This design comes from an exercise in tuning for small area, a short achievable clock period and few clock cycles per item on the open sky130 flow, not from production work.
The RTL was checked by simulation tests, not by an equivalence proof against the original design.

**design/flow/config.mk**
```make
export PLATFORM = sky130hd
export DESIGN_NAME = dose_pulse_engine
export DESIGN_NICKNAME = dose_pulse_engine
export VERILOG_FILES = /design/flow/design.v
export SDC_FILE = /design/flow/constraint.sdc
export NUM_CORES = 4
export LEC_CHECK = 0
export CAP_MARGIN = 20
export CORE_MARGIN = 2
export CORE_UTILIZATION = 60
export PLACE_DENSITY = 0.75
export SETUP_SLACK_MARGIN = 5
export SLEW_MARGIN = 20
```
**design/flow/run.sh**
```bash
#!/bin/bash
# synth_recipe.tcl (not shown) runs the flow's synth.tcl, then flattens the netlist and writes it again
# the make line also repeats each setting of config.mk as NAME=value (left out here)
make -C /OpenROAD-flow-scripts/flow DESIGN_CONFIG=/design/flow/config.mk WORK_HOME=/design/flow/orfs CLKGATE_MAP_FILE= SYNTH_SCRIPT=/design/flow/synth_recipe.tcl finish
```
**design/flow/constraint.sdc**
```tcl
create_clock -name core_clock -period 12.0 [get_ports {clk}]
set_input_delay 2.4000 -clock core_clock [delete_from_list [all_inputs] [get_ports {clk}]]
set_output_delay 2.4000 -clock core_clock [all_outputs]
set_load 0.01 [all_outputs]
```
**design/flow/design.v**
```verilog
module seq_divider (
    input  wire [15:0] r,
    input  wire [1:0]  b,
    input  wire [15:0] d,
    input  wire [17:0] d3,
    output wire [1:0]  q,
    output wire [15:0] r_next
);
    wire [17:0] t  = {r, b};
    wire [18:0] s1 = {1'b0, t} - {3'd0, d};
    wire [18:0] s2 = {1'b0, t} - {2'd0, d, 1'b0};
    wire [18:0] s3 = {1'b0, t} - {1'b0, d3};
    assign q = !s3[18] ? 2'd3 : !s2[18] ? 2'd2 : !s1[18] ? 2'd1 : 2'd0;
    assign r_next = !s3[18] ? s3[15:0] : !s2[18] ? s2[15:0] : !s1[18] ? s1[15:0] : t[15:0];
endmodule
module dose_pulse_engine (
    input  wire        clk,
    input  wire        rst,
    input  wire        in_valid,
    output wire        in_ready,
    input  wire [15:0] dose,
    input  wire [16:0] stitch,
    input  wire        lead,
    input  wire        last,
    input  wire [7:0]  weight,
    input  wire [15:0] w_lead,
    input  wire [15:0] w_trim,
    input  wire [6:0]  lead_share,
    input  wire [15:0] trim_f,
    input  wire [23:0] carry_in,
    input  wire [31:0] cal,
    input  wire [13:0] gain0,
    input  wire [13:0] gain1,
    input  wire [13:0] gain2,
    input  wire [13:0] cap,
    input  wire [7:0]  min_width,
    output wire        out_valid,
    input  wire        out_ready,
    output reg  [15:0] word,
    output reg  [23:0] carry_out,
    output reg  [29:0] delivered,
    output reg  [34:0] deficit,
    output reg         cap_hit
);
    reg  h_valid;                        
    wire en = !h_valid | out_ready;      
    assign in_ready  = en;
    assign out_valid = h_valid;
    function [23:0] to_carry;
        input [35:0] u;
        reg   [35:0] c;
        begin
            c = (u + 36'd128) >> 8;
            to_carry = (c > 36'hFF_FFFF) ? 24'hFF_FFFF : c[23:0];
        end
    endfunction
    wire [15:0] r_word;
    wire [23:0] r_carry;
    wire [29:0] r_del;
    wire [34:0] r_def;
    wire        r_chit;
    reg [15:0] s0_dose;
    reg [16:0] s0_stitch;
    reg [0:0] s0_lead;
    reg [0:0] s0_last;
    reg [7:0] s0_w;
    reg [15:0] s0_W;
    reg [0:0] s0_zl;
    reg [0:0] s0_zt;
    reg [6:0] s0_ls;
    reg [15:0] s0_f;
    reg [23:0] s0_c;
    reg [15:0] s0_rate;
    reg [7:0] s0_ton_raw;
    reg [0:0] s0_ret;
    reg [13:0] s0_g0;
    reg [13:0] s0_g1;
    reg [13:0] s0_g2;
    reg [13:0] s0_cap;
    reg [7:0] s0_mw;
    always @(posedge clk) if (en) begin
        s0_dose <= dose;
        s0_stitch <= stitch;
        s0_lead <= lead;
        s0_last <= last;
        s0_w <= weight;
        s0_W <= lead ? w_lead : w_trim;
        s0_zl <= (w_lead == 16'd0);
        s0_zt <= (w_trim == 16'd0);
        s0_ls <= lead_share;
        s0_f <= trim_f;
        s0_c <= carry_in;
        s0_rate <= cal[15:0];
        s0_ton_raw <= cal[23:16];
        s0_ret <= cal[25];
        s0_g0 <= gain0;
        s0_g1 <= gain1;
        s0_g2 <= gain2;
        s0_cap <= cap;
        s0_mw <= min_width;
    end
    wire [6:0]  c1_m   = s0_lead ? (s0_zt ? 7'd100 : s0_ls) : (s0_zl ? 7'd100 : 7'd100 - s0_ls);
    wire [32:0] c1_dd  = {17'd0, s0_dose};
    wire [32:0] c1_dqf = (c1_dd << 16) + (c1_dd << 14) + (c1_dd << 11) - (c1_dd << 6) - (c1_dd << 4) - c1_dd;
    wire [9:0]  c1_dq  = c1_dqf[32:23];
    wire [8:0]  c1_tr  = {1'b0, s0_ton_raw} + 9'd2;
    wire [6:0]  c1_ton = c1_tr[8:2];
    reg [6:0] s1_ton;
    reg [15:0] s1_W;
    reg [15:0] s1_FF;
    reg [7:0] s1_w;
    reg [13:0] s1_g2;
    reg [13:0] s1_g1;
    reg [23:0] s1_c;
    reg [7:0] s1_mw;
    reg [23:0] s1_A;
    reg [0:0] s1_c99;
    reg [0:0] s1_last;
    reg [15:0] s1_rate;
    reg [0:0] s1_supp;
    reg [15:0] s1_dose;
    reg [13:0] s1_wmax;
    reg [9:0] s1_dq;
    reg [13:0] s1_g0;
    always @(posedge clk) if (en) begin
        s1_ton <= c1_ton;
        s1_W <= s0_W;
        s1_FF <= (s0_lead | s0_zl) ? 16'h4000 : s0_f;
        s1_w <= s0_w;
        s1_g2 <= s0_g2;
        s1_g1 <= s0_g1;
        s1_c <= s0_c;
        s1_mw <= s0_mw;
        s1_A <= s0_stitch * c1_m;
        s1_c99 <= !s0_lead;
        s1_last <= s0_last;
        s1_rate <= s0_rate;
        s1_supp <= s0_ret | (s0_rate == 16'd0);
        s1_dose <= s0_dose;
        s1_wmax <= (s0_cap > {7'd0, c1_ton}) ? s0_cap - {7'd0, c1_ton} : 14'd0;
        s1_dq <= c1_dq;
        s1_g0 <= s0_g0;
    end
    wire [47:0] c2_aa  = {24'd0, s1_A};
    wire [47:0] c2_aqf = (c2_aa << 23) + (c2_aa << 21) + (c2_aa << 18) - (c2_aa << 13) - (c2_aa << 11)
                     - (c2_aa << 8) + (c2_aa << 4) - (c2_aa << 2) - c2_aa;
    reg [16:0] s2_Aq;
    reg [6:0] s2_ton;
    reg [15:0] s2_W;
    reg [15:0] s2_FF;
    reg [7:0] s2_w;
    reg [13:0] s2_g2;
    reg [13:0] s2_g1;
    reg [23:0] s2_c;
    reg [7:0] s2_mw;
    reg [0:0] s2_c99;
    reg [0:0] s2_last;
    reg [15:0] s2_rate;
    reg [0:0] s2_supp;
    reg [6:0] s2_Alo;
    reg [15:0] s2_dose;
    reg [13:0] s2_wmax;
    reg [6:0] s2_dr;
    reg [9:0] s2_dq;
    reg [13:0] s2_g0;
    always @(posedge clk) if (en) begin
        s2_Aq <= c2_aqf[46:30];
        s2_ton <= s1_ton;
        s2_W <= s1_W;
        s2_FF <= s1_FF;
        s2_w <= s1_w;
        s2_g2 <= s1_g2;
        s2_g1 <= s1_g1;
        s2_c <= s1_c;
        s2_mw <= s1_mw;
        s2_c99 <= s1_c99;
        s2_last <= s1_last;
        s2_rate <= s1_rate;
        s2_supp <= s1_supp;
        s2_Alo <= s1_A[6:0];
        s2_dose <= s1_dose;
        s2_wmax <= s1_wmax;
        s2_dr <= s1_dose[6:0] - s1_dq[6:0] * 7'd100;
        s2_dq <= s1_dq;
        s2_g0 <= s1_g0;
    end
    wire [6:0] c3_ar = s2_Alo - s2_Aq[6:0] * 7'd100;          
    reg [6:0] s3_ton;
    reg [15:0] s3_W;
    reg [15:0] s3_FF;
    reg [7:0] s3_w;
    reg [13:0] s3_g2;
    reg [13:0] s3_g1;
    reg [23:0] s3_c;
    reg [7:0] s3_mw;
    reg [0:0] s3_last;
    reg [15:0] s3_rate;
    reg [0:0] s3_supp;
    reg [16:0] s3_Y2;
    reg [31:0] s3_X;
    reg [13:0] s3_wmax;
    reg [13:0] s3_y;
    reg [13:0] s3_g0;
    always @(posedge clk) if (en) begin
        s3_ton <= s2_ton;
        s3_W <= s2_W;
        s3_FF <= s2_FF;
        s3_w <= s2_w;
        s3_g2 <= s2_g2;
        s3_g1 <= s2_g1;
        s3_c <= s2_c;
        s3_mw <= s2_mw;
        s3_last <= s2_last;
        s3_rate <= s2_rate;
        s3_supp <= s2_supp;
        s3_Y2 <= s2_dq * c3_ar;
        s3_X <= s2_dose * s2_Aq;
        s3_wmax <= s2_wmax;
        s3_y <= s2_dr * c3_ar + (s2_c99 ? 14'd99 : 14'd0);
        s3_g0 <= s2_g0;
    end
    wire [28:0] c4_yy  = {15'd0, s3_y};
    wire [28:0] c4_yqf = (c4_yy << 14) + (c4_yy << 12) + (c4_yy << 9) - (c4_yy << 4) - (c4_yy << 2);
    reg [6:0] s4_ton;
    reg [15:0] s4_W;
    reg [15:0] s4_FF;
    reg [7:0] s4_w;
    reg [13:0] s4_g2;
    reg [13:0] s4_g1;
    reg [23:0] s4_c;
    reg [6:0] s4_yq;
    reg [31:0] s4_XY;
    reg [7:0] s4_mw;
    reg [0:0] s4_last;
    reg [15:0] s4_rate;
    reg [0:0] s4_supp;
    reg [13:0] s4_wmax;
    reg [13:0] s4_g0;
    always @(posedge clk) if (en) begin
        s4_ton <= s3_ton;
        s4_W <= s3_W;
        s4_FF <= s3_FF;
        s4_w <= s3_w;
        s4_g2 <= s3_g2;
        s4_g1 <= s3_g1;
        s4_c <= s3_c;
        s4_yq <= c4_yqf[27:21];
        s4_XY <= s3_X + {15'd0, s3_Y2};
        s4_mw <= s3_mw;
        s4_last <= s3_last;
        s4_rate <= s3_rate;
        s4_supp <= s3_supp;
        s4_wmax <= s3_wmax;
        s4_g0 <= s3_g0;
    end
    reg [6:0] s5_ton;
    reg [15:0] s5_W;
    reg [15:0] s5_FF;
    reg [7:0] s5_w;
    reg [13:0] s5_g2;
    reg [13:0] s5_g1;
    reg [23:0] s5_c;
    reg [7:0] s5_mw;
    reg [0:0] s5_last;
    reg [15:0] s5_rate;
    reg [0:0] s5_supp;
    reg [13:0] s5_wmax;
    reg [31:0] s5_x1;
    reg [13:0] s5_g0;
    always @(posedge clk) if (en) begin
        s5_ton <= s4_ton;
        s5_W <= s4_W;
        s5_FF <= s4_FF;
        s5_w <= s4_w;
        s5_g2 <= s4_g2;
        s5_g1 <= s4_g1;
        s5_c <= s4_c;
        s5_mw <= s4_mw;
        s5_last <= s4_last;
        s5_rate <= s4_rate;
        s5_supp <= s4_supp;
        s5_wmax <= s4_wmax;
        s5_x1 <= s4_XY + {25'd0, s4_yq};
        s5_g0 <= s4_g0;
    end
    wire [47:0] c6_xf = s5_x1 * s5_FF;
    reg [6:0] s6_ton;
    reg [15:0] s6_W;
    reg [7:0] s6_w;
    reg [13:0] s6_g2;
    reg [13:0] s6_g1;
    reg [23:0] s6_c;
    reg [7:0] s6_mw;
    reg [0:0] s6_last;
    reg [15:0] s6_rate;
    reg [0:0] s6_supp;
    reg [13:0] s6_wmax;
    reg [33:0] s6_x;
    reg [13:0] s6_g0;
    always @(posedge clk) if (en) begin
        s6_ton <= s5_ton;
        s6_W <= s5_W;
        s6_w <= s5_w;
        s6_g2 <= s5_g2;
        s6_g1 <= s5_g1;
        s6_c <= s5_c;
        s6_mw <= s5_mw;
        s6_last <= s5_last;
        s6_rate <= s5_rate;
        s6_supp <= s5_supp;
        s6_wmax <= s5_wmax;
        s6_x <= c6_xf[47:14];
        s6_g0 <= s5_g0;
    end
    wire [41:0] c7_n = s6_x * s6_w + {27'd0, s6_W[15:1]};
    reg [15:0] s7_R;
    reg [17:0] s7_D3;
    reg [6:0] s7_ton;
    reg [13:0] s7_g2;
    reg [13:0] s7_g1;
    reg [23:0] s7_c;
    reg [7:0] s7_mw;
    reg [33:0] s7_Z;
    reg [0:0] s7_last;
    reg [15:0] s7_rate;
    reg [0:0] s7_supp;
    reg [15:0] s7_D;
    reg [13:0] s7_wmax;
    reg [13:0] s7_g0;
    always @(posedge clk) if (en) begin
        s7_R <= {8'd0, c7_n[41:34]};
        s7_D3 <= {2'b0, s6_W} + {1'b0, s6_W, 1'b0};
        s7_ton <= s6_ton;
        s7_g2 <= s6_g2;
        s7_g1 <= s6_g1;
        s7_c <= s6_c;
        s7_mw <= s6_mw;
        s7_Z <= c7_n[33:0];
        s7_last <= s6_last;
        s7_rate <= s6_rate;
        s7_supp <= s6_supp;
        s7_D <= s6_W;
        s7_wmax <= s6_wmax;
        s7_g0 <= s6_g0;
    end
    wire [15:0] c8_r0; wire [1:0] c8_q0;
    seq_divider c8_u0 (.r(s7_R), .b(s7_Z[33:32]), .d(s7_D), .d3(s7_D3), .q(c8_q0), .r_next(c8_r0));
    wire [15:0] c8_r1; wire [1:0] c8_q1;
    seq_divider c8_u1 (.r(c8_r0), .b(s7_Z[31:30]), .d(s7_D), .d3(s7_D3), .q(c8_q1), .r_next(c8_r1));
    reg [15:0] s8_R;
    reg [17:0] s8_D3;
    reg [6:0] s8_ton;
    reg [13:0] s8_g2;
    reg [13:0] s8_g1;
    reg [23:0] s8_c;
    reg [7:0] s8_mw;
    reg [33:0] s8_Z;
    reg [0:0] s8_last;
    reg [15:0] s8_rate;
    reg [0:0] s8_supp;
    reg [15:0] s8_D;
    reg [13:0] s8_wmax;
    reg [13:0] s8_g0;
    always @(posedge clk) if (en) begin
        s8_R <= c8_r1;
        s8_D3 <= s7_D3;
        s8_ton <= s7_ton;
        s8_g2 <= s7_g2;
        s8_g1 <= s7_g1;
        s8_c <= s7_c;
        s8_mw <= s7_mw;
        s8_Z <= {s7_Z[29:0], c8_q0, c8_q1};
        s8_last <= s7_last;
        s8_rate <= s7_rate;
        s8_supp <= s7_supp;
        s8_D <= s7_D;
        s8_wmax <= s7_wmax;
        s8_g0 <= s7_g0;
    end
    wire [15:0] c9_r0; wire [1:0] c9_q0;
    seq_divider c9_u0 (.r(s8_R), .b(s8_Z[33:32]), .d(s8_D), .d3(s8_D3), .q(c9_q0), .r_next(c9_r0));
    wire [15:0] c9_r1; wire [1:0] c9_q1;
    seq_divider c9_u1 (.r(c9_r0), .b(s8_Z[31:30]), .d(s8_D), .d3(s8_D3), .q(c9_q1), .r_next(c9_r1));
    reg [15:0] s9_R;
    reg [17:0] s9_D3;
    reg [6:0] s9_ton;
    reg [13:0] s9_g2;
    reg [13:0] s9_g1;
    reg [23:0] s9_c;
    reg [7:0] s9_mw;
    reg [33:0] s9_Z;
    reg [0:0] s9_last;
    reg [15:0] s9_rate;
    reg [0:0] s9_supp;
    reg [15:0] s9_D;
    reg [13:0] s9_wmax;
    reg [13:0] s9_g0;
    always @(posedge clk) if (en) begin
        s9_R <= c9_r1;
        s9_D3 <= s8_D3;
        s9_ton <= s8_ton;
        s9_g2 <= s8_g2;
        s9_g1 <= s8_g1;
        s9_c <= s8_c;
        s9_mw <= s8_mw;
        s9_Z <= {s8_Z[29:0], c9_q0, c9_q1};
        s9_last <= s8_last;
        s9_rate <= s8_rate;
        s9_supp <= s8_supp;
        s9_D <= s8_D;
        s9_wmax <= s8_wmax;
        s9_g0 <= s8_g0;
    end
    wire [15:0] c10_r0; wire [1:0] c10_q0;
    seq_divider c10_u0 (.r(s9_R), .b(s9_Z[33:32]), .d(s9_D), .d3(s9_D3), .q(c10_q0), .r_next(c10_r0));
    wire [15:0] c10_r1; wire [1:0] c10_q1;
    seq_divider c10_u1 (.r(c10_r0), .b(s9_Z[31:30]), .d(s9_D), .d3(s9_D3), .q(c10_q1), .r_next(c10_r1));
    reg [15:0] s10_R;
    reg [17:0] s10_D3;
    reg [6:0] s10_ton;
    reg [13:0] s10_g2;
    reg [13:0] s10_g1;
    reg [23:0] s10_c;
    reg [7:0] s10_mw;
    reg [33:0] s10_Z;
    reg [0:0] s10_last;
    reg [15:0] s10_rate;
    reg [0:0] s10_supp;
    reg [15:0] s10_D;
    reg [13:0] s10_wmax;
    reg [13:0] s10_g0;
    always @(posedge clk) if (en) begin
        s10_R <= c10_r1;
        s10_D3 <= s9_D3;
        s10_ton <= s9_ton;
        s10_g2 <= s9_g2;
        s10_g1 <= s9_g1;
        s10_c <= s9_c;
        s10_mw <= s9_mw;
        s10_Z <= {s9_Z[29:0], c10_q0, c10_q1};
        s10_last <= s9_last;
        s10_rate <= s9_rate;
        s10_supp <= s9_supp;
        s10_D <= s9_D;
        s10_wmax <= s9_wmax;
        s10_g0 <= s9_g0;
    end
    wire [15:0] c11_r0; wire [1:0] c11_q0;
    seq_divider c11_u0 (.r(s10_R), .b(s10_Z[33:32]), .d(s10_D), .d3(s10_D3), .q(c11_q0), .r_next(c11_r0));
    wire [15:0] c11_r1; wire [1:0] c11_q1;
    seq_divider c11_u1 (.r(c11_r0), .b(s10_Z[31:30]), .d(s10_D), .d3(s10_D3), .q(c11_q1), .r_next(c11_r1));
    reg [15:0] s11_R;
    reg [17:0] s11_D3;
    reg [6:0] s11_ton;
    reg [13:0] s11_g2;
    reg [13:0] s11_g1;
    reg [23:0] s11_c;
    reg [7:0] s11_mw;
    reg [33:0] s11_Z;
    reg [0:0] s11_last;
    reg [15:0] s11_rate;
    reg [0:0] s11_supp;
    reg [15:0] s11_D;
    reg [13:0] s11_wmax;
    reg [13:0] s11_g0;
    always @(posedge clk) if (en) begin
        s11_R <= c11_r1;
        s11_D3 <= s10_D3;
        s11_ton <= s10_ton;
        s11_g2 <= s10_g2;
        s11_g1 <= s10_g1;
        s11_c <= s10_c;
        s11_mw <= s10_mw;
        s11_Z <= {s10_Z[29:0], c11_q0, c11_q1};
        s11_last <= s10_last;
        s11_rate <= s10_rate;
        s11_supp <= s10_supp;
        s11_D <= s10_D;
        s11_wmax <= s10_wmax;
        s11_g0 <= s10_g0;
    end
    wire [15:0] c12_r0; wire [1:0] c12_q0;
    seq_divider c12_u0 (.r(s11_R), .b(s11_Z[33:32]), .d(s11_D), .d3(s11_D3), .q(c12_q0), .r_next(c12_r0));
    wire [15:0] c12_r1; wire [1:0] c12_q1;
    seq_divider c12_u1 (.r(c12_r0), .b(s11_Z[31:30]), .d(s11_D), .d3(s11_D3), .q(c12_q1), .r_next(c12_r1));
    reg [15:0] s12_R;
    reg [17:0] s12_D3;
    reg [6:0] s12_ton;
    reg [13:0] s12_g2;
    reg [13:0] s12_g1;
    reg [23:0] s12_c;
    reg [7:0] s12_mw;
    reg [33:0] s12_Z;
    reg [0:0] s12_last;
    reg [15:0] s12_rate;
    reg [0:0] s12_supp;
    reg [15:0] s12_D;
    reg [13:0] s12_wmax;
    reg [13:0] s12_g0;
    always @(posedge clk) if (en) begin
        s12_R <= c12_r1;
        s12_D3 <= s11_D3;
        s12_ton <= s11_ton;
        s12_g2 <= s11_g2;
        s12_g1 <= s11_g1;
        s12_c <= s11_c;
        s12_mw <= s11_mw;
        s12_Z <= {s11_Z[29:0], c12_q0, c12_q1};
        s12_last <= s11_last;
        s12_rate <= s11_rate;
        s12_supp <= s11_supp;
        s12_D <= s11_D;
        s12_wmax <= s11_wmax;
        s12_g0 <= s11_g0;
    end
    wire [15:0] c13_r0; wire [1:0] c13_q0;
    seq_divider c13_u0 (.r(s12_R), .b(s12_Z[33:32]), .d(s12_D), .d3(s12_D3), .q(c13_q0), .r_next(c13_r0));
    wire [15:0] c13_r1; wire [1:0] c13_q1;
    seq_divider c13_u1 (.r(c13_r0), .b(s12_Z[31:30]), .d(s12_D), .d3(s12_D3), .q(c13_q1), .r_next(c13_r1));
    reg [15:0] s13_R;
    reg [17:0] s13_D3;
    reg [6:0] s13_ton;
    reg [13:0] s13_g2;
    reg [13:0] s13_g1;
    reg [23:0] s13_c;
    reg [7:0] s13_mw;
    reg [33:0] s13_Z;
    reg [0:0] s13_last;
    reg [15:0] s13_rate;
    reg [0:0] s13_supp;
    reg [15:0] s13_D;
    reg [13:0] s13_wmax;
    reg [13:0] s13_g0;
    always @(posedge clk) if (en) begin
        s13_R <= c13_r1;
        s13_D3 <= s12_D3;
        s13_ton <= s12_ton;
        s13_g2 <= s12_g2;
        s13_g1 <= s12_g1;
        s13_c <= s12_c;
        s13_mw <= s12_mw;
        s13_Z <= {s12_Z[29:0], c13_q0, c13_q1};
        s13_last <= s12_last;
        s13_rate <= s12_rate;
        s13_supp <= s12_supp;
        s13_D <= s12_D;
        s13_wmax <= s12_wmax;
        s13_g0 <= s12_g0;
    end
    wire [15:0] c14_r0; wire [1:0] c14_q0;
    seq_divider c14_u0 (.r(s13_R), .b(s13_Z[33:32]), .d(s13_D), .d3(s13_D3), .q(c14_q0), .r_next(c14_r0));
    wire [15:0] c14_r1; wire [1:0] c14_q1;
    seq_divider c14_u1 (.r(c14_r0), .b(s13_Z[31:30]), .d(s13_D), .d3(s13_D3), .q(c14_q1), .r_next(c14_r1));
    wire [29:0] c14_r0f = s13_rate * s13_g0;
    wire [29:0] c14_r1f = s13_rate * s13_g1;
    wire [29:0] c14_r2f = s13_rate * s13_g2;
    reg [14:0] s14_wm1;
    reg [15:0] s14_R;
    reg [17:0] s14_D3;
    reg [15:0] s14_r2;
    reg [6:0] s14_ton;
    reg [15:0] s14_r1;
    reg [23:0] s14_c;
    reg [7:0] s14_mw;
    reg [33:0] s14_Z;
    reg [0:0] s14_last;
    reg [15:0] s14_rate;
    reg [0:0] s14_supp;
    reg [15:0] s14_D;
    reg [13:0] s14_wmax;
    reg [15:0] s14_r0;
    always @(posedge clk) if (en) begin
        s14_wm1 <= {1'b0, s13_wmax} + 15'd1;
        s14_R <= c14_r1;
        s14_D3 <= s13_D3;
        s14_r2 <= c14_r2f[29:14];
        s14_ton <= s13_ton;
        s14_r1 <= c14_r1f[29:14];
        s14_c <= s13_c;
        s14_mw <= s13_mw;
        s14_Z <= {s13_Z[29:0], c14_q0, c14_q1};
        s14_last <= s13_last;
        s14_rate <= s13_rate;
        s14_supp <= s13_supp;
        s14_D <= s13_D;
        s14_wmax <= s13_wmax;
        s14_r0 <= c14_r0f[29:14];
    end
    wire [15:0] c15_r0; wire [1:0] c15_q0;
    seq_divider c15_u0 (.r(s14_R), .b(s14_Z[33:32]), .d(s14_D), .d3(s14_D3), .q(c15_q0), .r_next(c15_r0));
    wire [15:0] c15_r1; wire [1:0] c15_q1;
    seq_divider c15_u1 (.r(c15_r0), .b(s14_Z[31:30]), .d(s14_D), .d3(s14_D3), .q(c15_q1), .r_next(c15_r1));
    reg [17:0] s15_q2;
    reg [15:0] s15_R;
    reg [17:0] s15_D3;
    reg [15:0] s15_r2;
    reg [6:0] s15_ton;
    reg [15:0] s15_r1;
    reg [23:0] s15_c;
    reg [7:0] s15_mw;
    reg [33:0] s15_Z;
    reg [17:0] s15_q1;
    reg [0:0] s15_last;
    reg [15:0] s15_rate;
    reg [0:0] s15_supp;
    reg [15:0] s15_D;
    reg [30:0] s15_T0;
    reg [30:0] s15_T3;
    reg [30:0] s15_T2;
    reg [17:0] s15_q0;
    reg [17:0] s15_q3;
    reg [13:0] s15_wmax;
    reg [30:0] s15_T1;
    reg [15:0] s15_r0;
    always @(posedge clk) if (en) begin
        s15_q2 <= {2'b0, s14_r2} + {1'b0, s14_r2, 1'b0};
        s15_R <= c15_r1;
        s15_D3 <= s14_D3;
        s15_r2 <= s14_r2;
        s15_ton <= s14_ton;
        s15_r1 <= s14_r1;
        s15_c <= s14_c;
        s15_mw <= s14_mw;
        s15_Z <= {s14_Z[29:0], c15_q0, c15_q1};
        s15_q1 <= {2'b0, s14_r1} + {1'b0, s14_r1, 1'b0};
        s15_last <= s14_last;
        s15_rate <= s14_rate;
        s15_supp <= s14_supp;
        s15_D <= s14_D;
        s15_T0 <= s14_wm1 * s14_r0;
        s15_T3 <= s14_wm1 * s14_rate;
        s15_T2 <= s14_wm1 * s14_r2;
        s15_q0 <= {2'b0, s14_r0} + {1'b0, s14_r0, 1'b0};
        s15_q3 <= {2'b0, s14_rate} + {1'b0, s14_rate, 1'b0};
        s15_wmax <= s14_wmax;
        s15_T1 <= s14_wm1 * s14_r1;
        s15_r0 <= s14_r0;
    end
    wire [15:0] c16_rr; wire [1:0] c16_q;
    seq_divider c16_u (.r(s15_R), .b(s15_Z[33:32]), .d(s15_D), .d3(s15_D3), .q(c16_q), .r_next(c16_rr));
    wire [36:0] c16_x0 = {3'b0, s15_Z[31:0], 2'b0} + {5'd0, s15_c, 8'd0} - {6'd0, s15_T0};
    wire c16_cy0 = ({1'b0, c16_x0[1:0]} + {1'b0, c16_q}) >= 3'd4;
    wire c16_f0 = c16_cy0 ? (c16_x0[36] & ~&c16_x0[35:2]) : c16_x0[36];
    wire [36:0] c16_x1 = {3'b0, s15_Z[31:0], 2'b0} + {5'd0, s15_c, 8'd0} - {6'd0, s15_T1};
    wire c16_cy1 = ({1'b0, c16_x1[1:0]} + {1'b0, c16_q}) >= 3'd4;
    wire c16_f1 = c16_cy1 ? (c16_x1[36] & ~&c16_x1[35:2]) : c16_x1[36];
    wire [36:0] c16_x2 = {3'b0, s15_Z[31:0], 2'b0} + {5'd0, s15_c, 8'd0} - {6'd0, s15_T2};
    wire c16_cy2 = ({1'b0, c16_x2[1:0]} + {1'b0, c16_q}) >= 3'd4;
    wire c16_f2 = c16_cy2 ? (c16_x2[36] & ~&c16_x2[35:2]) : c16_x2[36];
    wire [36:0] c16_x3 = {3'b0, s15_Z[31:0], 2'b0} + {5'd0, s15_c, 8'd0} - {6'd0, s15_T3};
    wire c16_cy3 = ({1'b0, c16_x3[1:0]} + {1'b0, c16_q}) >= 3'd4;
    wire c16_f3 = c16_cy3 ? (c16_x3[36] & ~&c16_x3[35:2]) : c16_x3[36];
    wire [15:0] c16_r = c16_f0 ? s15_r0 : c16_f1 ? s15_r1 : c16_f2 ? s15_r2 : s15_rate;
    reg [15:0] s16_rs;
    reg [0:0] s16_last;
    reg [0:0] s16_supp;
    reg [29:0] s16_dcap;
    reg [6:0] s16_ton;
    reg [1:0] s16_lv;
    reg [13:0] s16_wmax;
    reg [0:0] s16_capd;
    reg [7:0] s16_mw;
    reg [34:0] s16_e;
    reg [17:0] s16_rs3;
    always @(posedge clk) if (en) begin
        s16_rs <= c16_r;
        s16_last <= s15_last;
        s16_supp <= s15_supp;
        s16_dcap <= s15_T3[29:0] - {14'd0, s15_rate};
        s16_ton <= s15_ton;
        s16_lv <= c16_f0 ? 2'd0 : c16_f1 ? 2'd1 : c16_f2 ? 2'd2 : 2'd3;
        s16_wmax <= s15_wmax;
        s16_capd <= !(c16_f0 | c16_f1 | c16_f2 | c16_f3);
        s16_mw <= s15_mw;
        s16_e <= {{1'b0, s15_Z[31:0]} + {9'd0, s15_c, 6'd0}, c16_q};
        s16_rs3 <= c16_f0 ? s15_q0 : c16_f1 ? s15_q1 : c16_f2 ? s15_q2 : s15_q3;
    end
    wire [15:0] c17_r0; wire [1:0] c17_q0;
    seq_divider c17_u0 (.r(s16_e[29:14]), .b(s16_e[13:12]), .d(s16_rs), .d3(s16_rs3), .q(c17_q0), .r_next(c17_r0));
    wire [15:0] c17_r1; wire [1:0] c17_q1;
    seq_divider c17_u1 (.r(c17_r0), .b(s16_e[11:10]), .d(s16_rs), .d3(s16_rs3), .q(c17_q1), .r_next(c17_r1));
    wire [23:0] c17_mwr = s16_mw * s16_rs;
    reg [15:0] s17_rs;
    reg [0:0] s17_last;
    reg [0:0] s17_half;
    reg [13:0] s17_wZ;
    reg [0:0] s17_supp;
    reg [6:0] s17_ton;
    reg [29:0] s17_alt;
    reg [1:0] s17_lv;
    reg [13:0] s17_wmax;
    reg [0:0] s17_capd;
    reg [7:0] s17_mw;
    reg [15:0] s17_wR;
    reg [34:0] s17_e;
    reg [17:0] s17_rs3;
    always @(posedge clk) if (en) begin
        s17_rs <= s16_rs;
        s17_last <= s16_last;
        s17_half <= {s16_e, 1'b0} >= {12'd0, c17_mwr};
        s17_wZ <= {s16_e[9:0], c17_q0, c17_q1};
        s17_supp <= s16_supp;
        s17_ton <= s16_ton;
        s17_alt <= s16_capd ? s16_dcap : {6'd0, c17_mwr};
        s17_lv <= s16_lv;
        s17_wmax <= s16_wmax;
        s17_capd <= s16_capd;
        s17_mw <= s16_mw;
        s17_wR <= c17_r1;
        s17_e <= s16_e;
        s17_rs3 <= s16_rs3;
    end
    wire [15:0] c18_r0; wire [1:0] c18_q0;
    seq_divider c18_u0 (.r(s17_wR), .b(s17_wZ[13:12]), .d(s17_rs), .d3(s17_rs3), .q(c18_q0), .r_next(c18_r0));
    wire [15:0] c18_r1; wire [1:0] c18_q1;
    seq_divider c18_u1 (.r(c18_r0), .b(s17_wZ[11:10]), .d(s17_rs), .d3(s17_rs3), .q(c18_q1), .r_next(c18_r1));
    reg [15:0] s18_rs;
    reg [0:0] s18_last;
    reg [0:0] s18_half;
    reg [13:0] s18_wZ;
    reg [0:0] s18_supp;
    reg [6:0] s18_ton;
    reg [29:0] s18_alt;
    reg [1:0] s18_lv;
    reg [13:0] s18_wmax;
    reg [0:0] s18_capd;
    reg [7:0] s18_mw;
    reg [15:0] s18_wR;
    reg [34:0] s18_e;
    reg [17:0] s18_rs3;
    always @(posedge clk) if (en) begin
        s18_rs <= s17_rs;
        s18_last <= s17_last;
        s18_half <= s17_half;
        s18_wZ <= {s17_wZ[9:0], c18_q0, c18_q1};
        s18_supp <= s17_supp;
        s18_ton <= s17_ton;
        s18_alt <= s17_alt;
        s18_lv <= s17_lv;
        s18_wmax <= s17_wmax;
        s18_capd <= s17_capd;
        s18_mw <= s17_mw;
        s18_wR <= c18_r1;
        s18_e <= s17_e;
        s18_rs3 <= s17_rs3;
    end
    wire [15:0] c19_r0; wire [1:0] c19_q0;
    seq_divider c19_u0 (.r(s18_wR), .b(s18_wZ[13:12]), .d(s18_rs), .d3(s18_rs3), .q(c19_q0), .r_next(c19_r0));
    wire [15:0] c19_r1; wire [1:0] c19_q1;
    seq_divider c19_u1 (.r(c19_r0), .b(s18_wZ[11:10]), .d(s18_rs), .d3(s18_rs3), .q(c19_q1), .r_next(c19_r1));
    reg [15:0] s19_rs;
    reg [0:0] s19_last;
    reg [0:0] s19_half;
    reg [13:0] s19_wZ;
    reg [0:0] s19_supp;
    reg [6:0] s19_ton;
    reg [29:0] s19_alt;
    reg [1:0] s19_lv;
    reg [13:0] s19_wmax;
    reg [0:0] s19_capd;
    reg [7:0] s19_mw;
    reg [15:0] s19_wR;
    reg [34:0] s19_e;
    reg [17:0] s19_rs3;
    always @(posedge clk) if (en) begin
        s19_rs <= s18_rs;
        s19_last <= s18_last;
        s19_half <= s18_half;
        s19_wZ <= {s18_wZ[9:0], c19_q0, c19_q1};
        s19_supp <= s18_supp;
        s19_ton <= s18_ton;
        s19_alt <= s18_alt;
        s19_lv <= s18_lv;
        s19_wmax <= s18_wmax;
        s19_capd <= s18_capd;
        s19_mw <= s18_mw;
        s19_wR <= c19_r1;
        s19_e <= s18_e;
        s19_rs3 <= s18_rs3;
    end
    wire [15:0] c20_r0; wire [1:0] c20_q0;
    seq_divider c20_u0 (.r(s19_wR), .b(s19_wZ[13:12]), .d(s19_rs), .d3(s19_rs3), .q(c20_q0), .r_next(c20_r0));
    wire [13:0] c20_wq   = {s19_wZ[11:0], c20_q0};
    wire [13:0] c20_wfit = s19_capd ? s19_wmax : c20_wq;
    wire        c20_blw  = c20_wfit < {6'd0, s19_mw};
    wire        c20_useF = !s19_supp & !s19_capd & !c20_blw;
    wire        c20_rais = s19_last & s19_half & (s19_wmax >= {6'd0, s19_mw});
    wire        c20_useA = !s19_supp & (c20_blw ? c20_rais : s19_capd);
    wire [35:0] c20_ea  = {1'b0, s19_e} - {6'd0, s19_alt};
    wire [35:0] c20_eap = c20_ea[35] ? 36'd0 : c20_ea;
    reg [0:0] s20_useF;
    reg [29:0] s20_alt;
    reg [0:0] s20_last;
    reg [0:0] s20_half;
    reg [0:0] s20_supp;
    reg [0:0] s20_capd;
    reg [13:0] s20_wid;
    reg [6:0] s20_ton;
    reg [23:0] s20_cz;
    reg [0:0] s20_useA;
    reg [34:0] s20_e;
    reg [15:0] s20_rem;
    reg [23:0] s20_ca;
    reg [34:0] s20_ea;
    reg [1:0] s20_lv;
    always @(posedge clk) if (en) begin
        s20_useF <= c20_useF;
        s20_alt <= s19_alt;
        s20_last <= s19_last;
        s20_half <= s19_half;
        s20_supp <= s19_supp;
        s20_capd <= s19_capd;
        s20_wid <= c20_useF ? c20_wq : c20_useA ? (s19_capd ? s19_wmax : {6'd0, s19_mw}) : 14'd0;
        s20_ton <= s19_ton;
        s20_cz <= to_carry({1'b0, s19_e});
        s20_useA <= c20_useA;
        s20_e <= s19_e;
        s20_rem <= c20_r0;
        s20_ca <= to_carry(c20_eap);
        s20_ea <= c20_ea[34:0];
        s20_lv <= s19_lv;
    end
    wire [34:0] c21_del  = s20_e - {19'd0, s20_rem};
    wire [34:0] c21_left = s20_useF ? {19'd0, s20_rem} : s20_useA ? s20_ea : s20_e;
    wire        c21_w0   = (s20_wid == 14'd0);
    wire [13:0] c21_wt   = s20_wid + {7'd0, s20_ton};
    assign r_chit  = s20_last & !s20_supp & (s20_capd | (c21_w0 & s20_half));
    assign r_word  = c21_w0 ? 16'd0 : {s20_lv, c21_wt};
    assign r_carry = s20_last ? 24'd0 : s20_useF ? to_carry({20'd0, s20_rem}) : s20_useA ? s20_ca : s20_cz;
    assign r_del   = s20_useF ? c21_del[29:0] : s20_useA ? s20_alt[29:0] : 30'd0;
    assign r_def   = (s20_last & (s20_supp | r_chit)) ? c21_left : 35'd0;
    reg [20:0] v;
    always @(posedge clk) begin
        if (rst) v <= 21'd0;
        else if (en) v <= {v[19:0], in_valid};
    end
    wire r_valid = v[20];
    always @(posedge clk) begin
        if (rst) h_valid <= 1'b0;
        else if (en) h_valid <= r_valid;
    end
    always @(posedge clk) if (en) begin
        word <= r_word; carry_out <= r_carry; delivered <= r_del;
        deficit <= r_def; cap_hit <= r_chit;
    end
endmodule
```
==> results of run 1 <==
logic make-up after synthesis:
group	after synthesis	synth area share [%]
DFF	4272	40.7
and+or+nand+nor	7357	11.3
xor gates and xnor gates	1408	3.92
adders and majority gates	5453	27.8
buffers and inverters	4540	5.45
muxes	360	1.19
AOI/OAI and AO/OA	4677	9.74
per-stage QoR:
| stage | setup slack [ns] | setup TNS [ns] | hold WS [ns] |
|---|---|---|---|
| after global placement | 3.30 | 0 | 0.400 |
| final | 4.89 | 0 | 0.350 |
| after floorplan | -2.85 | -5570.13 | 0.400 |
| after detailed placement | 3.22 | 0 | 0.405 |
| after CTS | 4.96 | 0 | 0.348 |
| after global routing | 4.58 | 0 | 0.351 |
metal layers:
metal,routed length [µm],vias to the layer above
met5,161,-
met4,44800,24
met3,65800,1941
met2,367000,8394
met1,325000,105435
li1,-,98528
timing repair:
action,in CTS,in global routing
resized for setup,342,482
cloned,21,34
endpoints found under the setup margin,346,290
buffers inserted,319,216
pin swaps,47,170
synth_stat cells (131+ instances only):
library cell	n	area, µm²
o211ai_1	131	983
a211oi_1	210	1580
a21oi_1	1176	5890
nor2b_1	301	1880
nor3_1	438	2190
nand2b_1	218	1360
xnor2_1	959	8400
fa_1	2543	50900
clkbuf_1	687	2580
o21a_1	275	2060
nor2_1	1157	4340
or3_1	160	1000
o21bai_1	168	1260
nand2_1	2833	10600
mux2i_1	260	2600
a21o_1	443	3330
a31oi_1	209	1310
and2_1	1333	8340
xor2_1	449	3930
inv_1	3798	14300
nand3_1	361	1810
o21ai_0	1002	5010
edfxtp_1	4250	128000
ha_1	2910	36400
state kept, by name, summed over array words and instances, names as in the netlist, 31 cells and up:
name,cells
deficit,35
s10_Z,34
s11_Z,34
s12_Z,34
s13_Z,34
s14_Z,34
s15_T0,31
s15_T1,31
s15_T2,31
s15_T3,31
s15_Z,34
s16_e,35
s19_e,34
s20_e,35
s20_ea,35
s3_X,32
s4_XY,32
s5_x1,32
s6_x,34
s7_Z,34
s8_Z,34
s9_Z,34
worst register-to-register path: stages, from the launching register on:
cell	delay (ns)
edfxtp_1	0.43
buf_6	0.13
nand2_2	0.05
fa_1	0.54
inv_1	0.06
fa_1	0.46
fa_1	0.52
inv_1	0.05
fa_1	0.47
fa_1	0.50
inv_1	0.05
fa_1	0.43
ha_1	0.29
a21o_1	0.18
a211o_1	0.32
a2111oi_4	0.51
o31ai_4	0.14
a2111oi_4	0.47
nor3_2	0.13
a2111oi_4	0.38
nor4b_4	0.10
o21a_1	0.20
o21ai_2	0.20
a21boi_1	0.12
xor2_1	0.15
final cells by class:
cell class	count	area [µm²]
Multi-Input combinational cell	19261	172000
Clock inverter	280	3010
Timing Repair Buffer	1196	12300
Antenna cell	30	75.1
Inverter	3801	14300
Tap cell	6942	8690
Fill cell	38042	171000
Sequential cell	4272	128000
Clock buffer	524	11400
worst min-delay path by stage:
stage / from / slack (ns) / endpoint / cells past startpoint
after CTS: s9_ton[3] / 0.35 / s10_ton[3] / 0
after global routing: s8_wmax[8] / 0.35 / s9_wmax[8] / 0
after floorplan: s9_Z[6] / 0.40 / s10_Z[10] / 0
final: s9_ton[3] / 0.35 / s10_ton[3] / 0
after detailed placement: s9_Z[15] / 0.40 / s10_Z[19] / 0
after global placement: s17_mw[5] / 0.40 / s18_mw[5] / 0
==> impl_metrics.env, run 1 <==
export IMPL_setup_violations=0
export IMPL_skew_ns=0.0980
export IMPL_die_w_um=728
export IMPL_post_dp_hpwl_um=579000
export IMPL_layout_nets=34649
export IMPL_syn_area_per_cell_um2=11.2
export IMPL_ys_ff_latch=4272
export IMPL_rsz0062_at_grt="true"
export IMPL_ys_seq_area_share_pct=40.7
export IMPL_grt_max_degree=218
export IMPL_crit_type="reg -> reg"
export IMPL_critPathSlowestCell="fa_1"
export IMPL_critPathLaunch="s13_rate[7]"
export IMPL_crit_buf_inv=4
export IMPL_crit_path_max_incr_delay_ns=0.54
export IMPL_crit_fanout=4
export IMPL_final_common_cell="edfxtp_1"
export IMPL_cp_depth=24
export IMPL_clkTransAtPathRegs_ns=0.07
export IMPL_r2r_end="s14_r0[14]"
export IMPL_grtUsageMet2_pct=47.2
export IMPL_final_area_um2=350000
export IMPL_synth_cells=28067
export IMPL_min_period_ns=7.11
export IMPL_die_y_um=728
export IMPL_syn_nets=33742
export IMPL_die_area_um2=530000
export IMPL_grt_pass1_wl_um=1220000
export IMPL_hp_class="reg -> reg"
export IMPL_clkLatencyLatePin_ns=1.08
export IMPL_cts_tree="yes"
export IMPL_postSynth_asyncResetShare_pct=0
export IMPL_final_layout_size_suffix_gt1_share_pct=7.75
export IMPL_fmax_mhz=141
export IMPL_ant_nets=0
export IMPL_worst_pin_slew_ns=1.14
export IMPL_placed_cell_area_um2=326000
export IMPL_drt_initial_drc_count=18296
export IMPL_finalNonFillerCells=36306
export IMPL_cts_buffers=442
export IMPL_critPathTopFamily="adder cells"
export IMPL_layout_common_cells="edfxtp_1 (4250), inv_1 (3772), ha_1 (2876), nand2_1 (2812), fa_1 (2522)"
export IMPL_gr_usage_met3_pct=4.79
export IMPL_timing_critical_path_to="s14_r0[14]"
export IMPL_placed_cells=34881
export IMPL_cp_start_kind="register"
export IMPL_antenna_found_initial=62
export IMPL_gp_congestion=0.956
export IMPL_use_met1_pct=40.1
export IMPL_grt_busiest_layer="met2"
export IMPL_r2r_setup_slack_ns=4.89
export IMPL_final_util_pct=67.2
export IMPL_finalWirelength_um=803000
export IMPL_synth_edf_count=4250
export IMPL_cts_sinks=4272
export IMPL_drc=0
export IMPL_pin_count=330
export IMPL_yosys_warnings=1
export IMPL_portBuffers=321
export IMPL_path_cells="buf_6 -> nand2_2 -> fa_1 -> inv_1 -> fa_1 -> fa_1 -> inv_1 -> fa_1 -> fa_1 -> inv_1 -> fa_1 -> ha_1 -> a21o_1 -> a211o_1 -> a2111oi_4 -> o31ai_4 -> a2111oi_4 -> nor3_2 -> a2111oi_4 -> nor4b_4 -> o21a_1 -> o21ai_2 -> a21boi_1 -> xor2_1"
export IMPL_grt_ovfl_total=0
export IMPL_cts_htree_levels=5
export IMPL_fp_row_count=265
export IMPL_root_buffer="clkbuf_16"
export IMPL_cts_buffer_depth=4
export IMPL_wl_per_cell_um=22.1
export IMPL_syn_to_final_growth_pct=11.3
export IMPL_grt_use_total_pct=29.5
export IMPL_design_core_area_um2=522000
export IMPL_ff2ff_path_depth=24
export IMPL_hold_viol=0
export IMPL_synth_area_um2=315000
export IMPL_dr_total_vias=214322
export IMPL_arrival_ns=7.92
export IMPL_start_util_pct=60.3
export IMPL_firstDrtPassIters=8
export IMPL_via_per_inst=5.90
export IMPL_slew_headroom_pct=23.4
export IMPL_drv_slew=0
export IMPL_setup_worst_path_end_class="register"
export IMPL_maxCapViolations=0
export IMPL_cts_hold_buf=0
export IMPL_required_ns=12.82
export IMPL_ys_types=118
export IMPL_grt_pass1_vias=214660
export IMPL_fin_crit_sh_pct=59.2
export IMPL_synthFlopType="edfxtp_1"
export IMPL_crit_top_cell="fa_1"
export IMPL_r2r_start="s13_rate[7]"
export IMPL_status="complete, no violations"
Testbench counts, summed over its fixed seeds: cycles 3,376, items 3,200.
==> inputs of run 2 (changes only) <==
--- a/design/flow/config.mk
+++ b/design/flow/config.mk
@@ -8,6 +8,7 @@
 export CAP_MARGIN = 20
 export CORE_MARGIN = 2
 export CORE_UTILIZATION = 60
+export CTS_BUF_LIST = sky130_fd_sc_hd__clkbuf_8
 export PLACE_DENSITY = 0.75
 export SETUP_SLACK_MARGIN = 5
 export SLEW_MARGIN = 20
==> run 2 against run 1 <==
  * Critical endpoint is now s14_r0[13]
  * Fmax increased by 0.12%
  * Flip-flop and latch count unchanged
  * Routed wire length increased by 0.39%
  * Cell count increased by 1.4%
==> impl_metrics.env, run 2 <==
export IMPL_status="complete, no violations"
export IMPL_syn_nets=33742
export IMPL_grt_max_degree=218
export IMPL_crit_path_max_incr_delay_ns=0.53
export IMPL_crit_fanout=4
export IMPL_design_core_area_um2=522000
export IMPL_synth_cells=28067
export IMPL_cts_htree_levels=6
export IMPL_ys_seq_area_share_pct=40.7
export IMPL_cts_tree="yes"
export IMPL_hold_viol=0
export IMPL_fmax_mhz=141
export IMPL_post_dp_hpwl_um=579000
export IMPL_critPathSlowestCell="fa_1"
export IMPL_syn_area_per_cell_um2=11.2
export IMPL_fill_cells=38188
export IMPL_placed_cells=34881
export IMPL_required_ns=13.08
export IMPL_hp_class="reg -> reg"
export IMPL_crit_type="reg -> reg"
export IMPL_ant_nets=0
export IMPL_cts_buffer_depth=4
export IMPL_finalWirelength_um=806000
export IMPL_firstDrtPassIters=6
export IMPL_die_area_um2=530000
export IMPL_setup_violations=0
export IMPL_skew_ns=0.0988
export IMPL_start_util_pct=60.3
export IMPL_min_period_ns=7.10
export IMPL_cts_sinks=4272
export IMPL_highest_layer="met5"
export IMPL_pin_count=330
export IMPL_syn_to_final_growth_pct=11.4
export IMPL_fp_row_count=265
export IMPL_placed_cell_area_um2=326000
export IMPL_ys_types=118
export IMPL_register_area_um2=128000
export IMPL_grt_ovfl_total=0
export IMPL_drc=0
export IMPL_fin_hold_ws_ns=0.348
export IMPL_wl_per_cell_um=21.9
export IMPL_layout_common_cells="edfxtp_1 (4250), inv_1 (3938), ha_1 (2875), nand2_1 (2816), fa_1 (2517)"
export IMPL_drt_initial_drc_count=18062
export IMPL_finalNonFillerCells=36807
export IMPL_synth_area_um2=315000
export IMPL_final_layout_size_suffix_gt1_share_pct=8.69
export IMPL_clkLatencyLatePin_ns=1.36
export IMPL_die_w_um=728
export IMPL_die_y_um=728
export IMPL_dr_total_vias=215924
export IMPL_grt_pass1_wl_um=1210000
export IMPL_wl_met3_um=68000
export IMPL_layout_nets=34947
export IMPL_postSynth_asyncResetShare_pct=0
export IMPL_synth_largest_area_cell="edfxtp_1"
export IMPL_synthFlopType="edfxtp_1"
export IMPL_synth_top_area_share_pct=40.6
export IMPL_multi_input_area_um2=173000
export IMPL_finalSetupTns_ns=0
export IMPL_clkTransAtPathRegs_ns=0.05
export IMPL_maxCapViolations=0
export IMPL_worst_pin_slew_ns=1.12
export IMPL_cp_start_kind="register"
export IMPL_cts_buffers=701
export IMPL_final_util_pct=67.2
export IMPL_grt_use_total_pct=29.4
export IMPL_yosys_warnings=1
export IMPL_yosysMostFrequentCell="edfxtp_1"
export IMPL_cts_hold_buf=0
export IMPL_final_area_um2=350000
export IMPL_rsz0062_at_grt="true"
export IMPL_antenna_found_initial=73
export IMPL_gp_congestion=0.956
export IMPL_synth_common_cells="edfxtp_1 (4250), inv_1 (3798), ha_1 (2910)"
export IMPL_arrival_ns=8.18
export IMPL_slew_headroom_pct=25.0
export IMPL_synth_edf_count=4250
export IMPL_setup_worst_path_end_class="register"
export IMPL_netlist_top_cells_area="edfxtp_1 (41%), fa_1 (16%), ha_1 (12%)"
export IMPL_drv_slew=0
export IMPL_crit_top_cell="fa_1"
export IMPL_wl_met2_um=365000
export IMPL_portBuffers=321
export IMPL_fin_crit_sh_pct=59.1
export IMPL_grt_pass1_vias=215690
export IMPL_final_common_cell="edfxtp_1"
export IMPL_via_per_inst=5.87
export IMPL_ys_ff_latch=4272
export IMPL_root_buffer="clkbuf_8"
export IMPL_wl_met1_um=327000
[run 2: cell types whose count changed in the layout (fill, tap and decap cells not counted), moves of 12 or more]
cell	change
clkbuf_8	+708
clkbuf_16	-439
inv_1	+166
clkinv_1	+101
clkbuf_1	-78
buf_4	+43
clkinv_2	+27
inv_6	-22
clkinv_4	-17
a31oi_4	+16
inv_12	+16
clkinvlp_4	-12
[run 2: layout make-up]
| class | count | area share [%] |
|---|---|---|
| sequential | 4272 | 36.6 |
| multi-input combinational | 19260 | 49.3 |
| clock buffer | 709 | 2.79 |
| inverter | 3801 | 4.09 |
| antenna | 34 | 0.0243 |
| clock inverter | 553 | 1.18 |
| tap | 6942 | 2.48 |
| timing repair buffer | 1236 | 3.61 |
[run 2: logic make-up (layout without fill, tap and decap cells)]
kind of cell | Yosys count | after routing | synth area share, %
AO/OA/AOI/OAI | 4677 | 4681 | 9.74
XOR/XNOR | 1408 | 1408 | 3.92
adder cells (fa/ha/maj) | 5453 | 5453 | 27.8
buffers and inverters | 4540 | 6299 | 5.45
flip-flops | 4272 | 4272 | 40.7
multiplexers | 360 | 360 | 1.19
other | 0 | 34 | 0
AND/OR/NAND/NOR | 7357 | 7358 | 11.3
[run 2: critical path, delay by kind of cell (launching register included)]
family / cells / cell delay, ns
compound gates: 8 / 2.02
fa+ha+maj: 7 / 3.27
buf+inv: 7 / 0.76
xor+xnor: 1 / 0.06
simple gates: 4 / 0.38
flops: 1 / 0.41
[run 2: layer usage]
metal	vias to the layer above	GRT usage [%]
met5	-	0
met3	2018	5.38
met1	106038	39.9
met2	8557	46.7
li1	99277	-
met4	34	12.7
[run 2: worst paths after layout]
path,cells past startpoint,slack [ns],from,end
worst max-delay path,27,4.90,s13_rate[6],s14_r0[13]
worst min-delay path,0,0.35,s11_g2[7],s12_g2[7]
worst max register to register,27,4.90,s13_rate[6],s14_r0[13]
worst min register to register,0,0.35,s11_g2[7],s12_g2[7]
[run 2: repair_timing]
action | 4_1_cts | 5_1_grt
resized for setup | 342 | 507
endpoints found under the hold margin | 0 | 0
cloned | 21 | 40
pin swaps | 48 | 203
buffers inserted | 326 | 242
endpoints found under the setup margin | 340 | 286
[run 2: stage by stage]
stage | setup WS, ns
after floorplan | -2.85
after global placement | 3.30
after detailed placement | 3.22
after CTS | 4.97
after global routing | 4.55
final | 4.90

-- port drivers added, routing unchanged --
The results above use ideal ports. As a check the final layouts listed here were re-extracted and re-timed, cells and wires unchanged.
Step 1 assumes that a clkbuf_16 drives the clock port and a buf_2 every other input.
Step 2 also shifts input and output timing later by t, the mid clock arrival at the registers, as if the neighbouring blocks saw the same clock.
a / b / c = no drivers / after step 1 / after step 2; a / b = the first two.
run | t (ns) | setup WS [ns] | latest minus earliest clock arrival (ns) | slew at the worst register clock pin (ns)
run 1 | 1.164 | 4.894 / 4.894 / 4.559 | 0.101 / 0.102 | 0.08 / 0.08
run 2 | 1.405 | 4.903 / 4.903 / 4.542 | 0.115 / 0.115 | 0.08 / 0.08
After both steps setup and hold are still met in every run listed. For run 2, which loses most, drivers alone change the setup slack by 0.000 ns; drivers and shift together by -0.361 ns.
